Context: an optimization exercise on an open-source flow, tuned for small area and a short achievable clock period. The choices shown serve that exercise and are no tape-out recipe. RTL that was checked went through simulation tests only; none was proved equivalent to the original. Power figures rest on the tool's default switching activity, not on a simulated workload.

==> run E: inputs <==
==> flow/design.v (excerpt) <==
module jizin_rx (
    input  wire        clk,
    input  wire        rst,
    input  wire        in_valid,
    input  wire [1:0]  in_hdr,
    input  wire [63:0] in_data,
    output reg         dat_valid,
    output wire [63:0] dat_data,
    output reg         frm_valid,
    output reg  [1:0]  frm_status,
    output reg         frm_crc_err,
    output wire [11:0] frm_seq,
    output wire [1:0]  frm_vc,
    output wire        frm_sot,
    output wire        frm_eot,
    output wire [7:0]  frm_len_m1,
    output reg         lc_valid,
    output wire [7:0]  lc_type,
    output wire [39:0] lc_fields,
    output reg         mk_valid,
    output reg         mk_stripe,
    output wire [7:0]  mk_lane,
    output wire [7:0]  mk_epoch,
    output wire [7:0]  mk_mask,
    output wire [11:0] next_rx,
    output reg  [15:0] blk_errs,
    output reg  [15:0] crc_errs,
    output reg  [15:0] frames_rx
);
    localparam [31:0] C_SOF = 32'hF0958FA1;    
    localparam [31:0] K_EOF = 32'h9ADD2096;    
    reg  [57:0]  scr;
    wire [121:0] ext = {in_data, scr};
    wire [63:0]  pay;
    genvar gi;
    generate
        for (gi = 0; gi < 64; gi = gi + 1) begin : g_ds
            assign pay[gi] = ext[58 + gi] ^ ext[19 + gi] ^ ext[gi];
        end
    endgenerate
    always @(posedge clk) begin
        if (rst)
            scr <= {58{1'b1}};
        else if (in_valid)
            scr <= in_data[63:6];
    end
    reg  [63:0] p1;
    reg  [47:0] p2;
    wire        in_frame_nx;
    wire       i_ok   = in_valid & ~rst;
    wire       i_data = (in_hdr == 2'b01);
    wire       i_ctrl = (in_hdr == 2'b10);
    wire [7:0] i_bt   = pay[7:0];
    wire       i_idle = (i_bt == 8'h1E);
    wire       i_mk   = (i_bt == 8'h2D) | (i_bt == 8'h33);
    wire       i_lc   = (i_bt == 8'h4B);
    wire       i_sof  = (i_bt == 8'h78);
    wire       i_eof  = (i_bt == 8'h87);
  ...
export LEC_CHECK = 0
export CAP_MARGIN = 20
export CORE_MARGIN = 2
export CORE_UTILIZATION = 40
export SLEW_MARGIN = 20
create_clock -name core_clock -period 11.5 [get_ports {clk}]
standard.sh (not shown) runs the stock make flow with config.mk's settings and CLKGATE_MAP_FILE= SYNTH_SCRIPT=/design/flow/synth_recipe.tcl, a recipe that flattens the netlist after the stock synthesis.
==> flow/flow/run.sh <==
#!/bin/bash
# Standard ORFS layout (standard.sh) with timing repair aimed at a setup
# margin, small port buffers, larger clock-sink clusters and a lower
# placement density. ORFS writes each step's log under orfs/logs; make's own
# output goes to standard.log.
bash standard.sh \
  SETUP_SLACK_MARGIN=7.8 \
  PLACE_DENSITY=0.5 \
  "BUFFER_PORTS_ARGS=-buffer_cell sky130_fd_sc_hd__buf_1" \
  CTS_CLUSTER_SIZE=28 CTS_CLUSTER_DIAMETER=100 \
  finish > standard.log 2>&1
==> inputs of run F, as changes to run E <==
--- a/flow/design.v
+++ b/flow/design.v
@@ -52,21 +52,23 @@
     wire       i_ctrl = (in_hdr == 2'b10);
     wire [7:0] i_bt   = pay[7:0];
     wire       i_idle = (i_bt == 8'h1E);
     wire       i_mk   = (i_bt == 8'h2D) | (i_bt == 8'h33);
     wire       i_lc   = (i_bt == 8'h4B);
     wire       i_sof  = (i_bt == 8'h78);
     wire       i_eof  = (i_bt == 8'h87);
-    reg  is_data, c_idle, c_sof, c_eof, c_lc, c_mk, c_err;
+    reg  is_data, c_idle, c_sof, c_eof, c_lc, c_mk, c_err, h1c, e_blk;
     always @(posedge clk) begin
         p1        <= pay;
+        h1c       <= i_ctrl;
         is_data   <= i_ok & i_data;
         c_idle    <= i_ok & i_ctrl & i_idle;
         c_sof     <= i_ok & i_ctrl & i_sof;
         c_eof     <= i_ok & i_ctrl & i_eof;
+        e_blk     <= i_ctrl & i_eof;
         c_lc      <= i_ok & i_ctrl & i_lc;
         c_mk      <= i_ok & i_ctrl & i_mk;
         c_err     <= i_ok & ~i_data & ~(i_ctrl & (i_idle | i_mk | i_lc | i_sof | i_eof));
         dat_valid <= i_ok & i_data & in_frame_nx;
         p2        <= p1[55:8];
     end
     assign dat_data = p1;
@@ -83,48 +85,39 @@
     reg         sof_d;
     reg  [23:0] f_hdr;           
     wire in_dat   = in_frame & is_data;
     wire brk      = in_frame & (c_idle | c_sof);
     wire close    = in_frame & c_eof;
     assign in_frame_nx = c_sof | (in_frame & ~(c_idle | c_eof));
     wire last     = ~f_got & (f_rem == 5'd0);
-    wire       rem0     = (f_rem == 5'd0);
-    wire [4:0] f_rem_nx = c_sof ? p1[31:27] : (in_dat & ~f_got & ~rem0) ? f_rem - 5'd1 : f_rem;
-    wire       f_got_nx = ~c_sof & (f_got | (in_dat & rem0));
-    wire [2:0] f_l3_nx  = c_sof ? p1[26:24] : f_l3;
-    wire       last_nx  = ~f_got_nx & (f_rem_nx == 5'd0);
-    reg  [7:0] m_r;                  
-    reg  [3:0] psel;                 
-    reg        inj;                  
+    wire [7:0]  lmask;
+    wire [3:0]  psel;
     generate
-        for (gi = 0; gi < 8; gi = gi + 1) begin : g_mr
-            always @(posedge clk)
-                m_r[gi] <= ~(i_ctrl & i_eof) & ((i_ctrl & i_sof) | ~last_nx | (gi <= f_l3_nx));
+        for (gi = 0; gi < 8; gi = gi + 1) begin : g_lm
+            assign lmask[gi] = (gi <= f_l3);
         end
         for (gi = 0; gi < 4; gi = gi + 1) begin : g_ps
-            always @(posedge clk)
-                psel[gi] <= i_ctrl & i_eof & (f_l3_nx[1:0] == (2'd3 - gi));
+            assign psel[gi] = e_blk & (f_l3[1:0] == (2'd3 - gi));
         end
     endgenerate
-    always @(posedge clk)
-        inj <= i_data & last_nx & ~f_l3_nx[2];
     wire [63:0] d_msk;
     wire [63:0] x_sh;
     generate
         for (gi = 0; gi < 8; gi = gi + 1) begin : g_dm
-            assign d_msk[8*gi +: 8] = p1[8*gi +: 8] & {8{m_r[gi]}};
+            assign d_msk[8*gi +: 8] = p1[8*gi +: 8] & {8{~e_blk & (h1c | ~last | lmask[gi])}};
         end
     endgenerate
     assign x_sh = ({32'd0, f_crc}       & {64{psel[0]}})
                 | ({24'd0, f_crc,  8'd0} & {64{psel[1]}})
                 | ({16'd0, f_crc, 16'd0} & {64{psel[2]}})
                 | ({ 8'd0, f_crc, 24'd0} & {64{psel[3]}});
     wire [63:0] crc_d = d_msk | x_sh;
-    wire [31:0] crc_s = ({32{is_data}} & f_crc) | ({32{c_eof}} & p1[39:8]) | ({32{c_sof}} & C_SOF);
+    wire [31:0] crc_s = ~h1c ? f_crc : (e_blk ? p1[39:8] : C_SOF);
     wire [31:0] crc_q = crc_s ^ crc_d[31:0];
+    wire        inj   = ~h1c & last & ~f_l3[2];
     wire [31:0] crc_a = crc_q & {32{~inj}};
     wire [31:0] crc_b = inj ? crc_q : crc_d[63:32];
     wire [31:0] crc_out;             
     wire mc_t0 = crc_a[3] ^ crc_a[13];
     wire mc_t1 = crc_a[4] ^ crc_b[7];
     wire mc_t2 = crc_a[11] ^ crc_a[12];
     wire mc_t3 = crc_a[5] ^ crc_b[0];
@@ -670,24 +663,30 @@
         if (sof_d)
             f_hdr <= p2[23:0];
         if (ld_crc)
             f_crc <= crc_out;
         if (c_sof) begin
             f_bad  <= 1'b0;
             f_rsvd <= |p1[63:32];
+            f_rem  <= p1[31:27];
+            f_l3   <= p1[26:24];
+            f_got  <= 1'b0;
             f_over <= 1'b0;
         end else begin
             if (in_frame & blk_err)
                 f_bad <= 1'b1;
-            if (in_dat & f_got)
-                f_over <= 1'b1;
+            if (in_dat) begin
+                if (f_got)
+                    f_over <= 1'b1;
+                else if (f_rem == 5'd0)
+                    f_got <= 1'b1;
+                else
+                    f_rem <= f_rem - 5'd1;
+            end
         end
-        f_rem <= f_rem_nx;
-        f_got <= f_got_nx;
-        f_l3  <= f_l3_nx;
     end
     assign frm_seq    = f_hdr[11:0];
     assign frm_vc     = f_hdr[13:12];
     assign frm_sot    = f_hdr[14];
     assign frm_eot    = f_hdr[15];
     assign frm_len_m1 = f_hdr[23:16];
     always @(posedge clk) begin
==> flow/flow/run.sh (replaced) <==
#!/bin/bash
# Standard ORFS layout (standard.sh), with timing repair aimed at a setup
# margin, small port buffers and small clock buffers. ORFS writes each step's
# log under orfs/logs; make's own output goes to standard.log.
bash standard.sh \
  SETUP_SLACK_MARGIN=8.3 \
  "BUFFER_PORTS_ARGS=-buffer_cell sky130_fd_sc_hd__buf_1" \
  "CTS_BUF_LIST=sky130_fd_sc_hd__clkbuf_4" \
  finish > standard.log 2>&1
==> qor summary <==
item	run E	run F
Status	finished clean	finished clean
Non-clock inverter instance count of the final layout	40	41
Worst Path Max Fanout	6	8
Switching Share	44.4%	40.3%
Total internal power	0.00360 W	0.00496 W
Vias in the first global route	15400	19500
Number of nets in the layout	2336	2854
Synthesized-area fraction occupied by ao, oa, aoi and oai cells	13.4%	12.3%
Area of the die	52000 um2	52700 um2
DRC marker count from the first detailed-route iteration	1978	2202
Worst EP arrival	4.00 ns	4.38 ns
Worst relative slew slack	28.7%	39.2%
Met1 track utilization from global routing	39.3%	44.9%
Number of instances resized during post-cts repair	49	1016
End-of-flow core utilization	45.4%	64.1%
Non-Clock Buffer Area Fraction	7.36%	21.2%
Placed wire-length estimate after detailed placement	57200 um	62400 um
Root Buffer	sky130_fd_sc_hd__clkbuf_16	sky130_fd_sc_hd__clkbuf_4
Max H-tree Level	1	3
Finished layout cell area	22700 um2	32200 um2
Function not checked in run F: the RTL went through the layout flow alone.

## re-timing with driven ports
How much do the figures lean on ideal ports? The routed layouts below were timed once more, with nothing changed but the port constraints.
Step 1, drivers: a clkbuf_16 drives clk and a buf_2 each remaining input, both assumed.
Step 2 also shifts input and output timing later by t, the mid clock arrival at the registers, as if the neighbouring blocks saw the same clock.
Three values: ideal ports, drivers, drivers and shift; two values: the first two.
run | shift t [ns] | setup WS [ns] | worst register clock-pin slew, ns | worst data-port slew with drivers (ns)
run E | 0.595 | 7.764 / 7.746 / 7.337 | 0.11 / 0.11 | 0.07
run F | 0.883 | 7.685 / 7.685 / 7.496 | 0.08 / 0.08 | 0.07
After both steps setup and hold are still met in every run listed. The setup slack of run E, which loses most, moves by -0.018 ns with the drivers and by -0.427 ns with both steps.
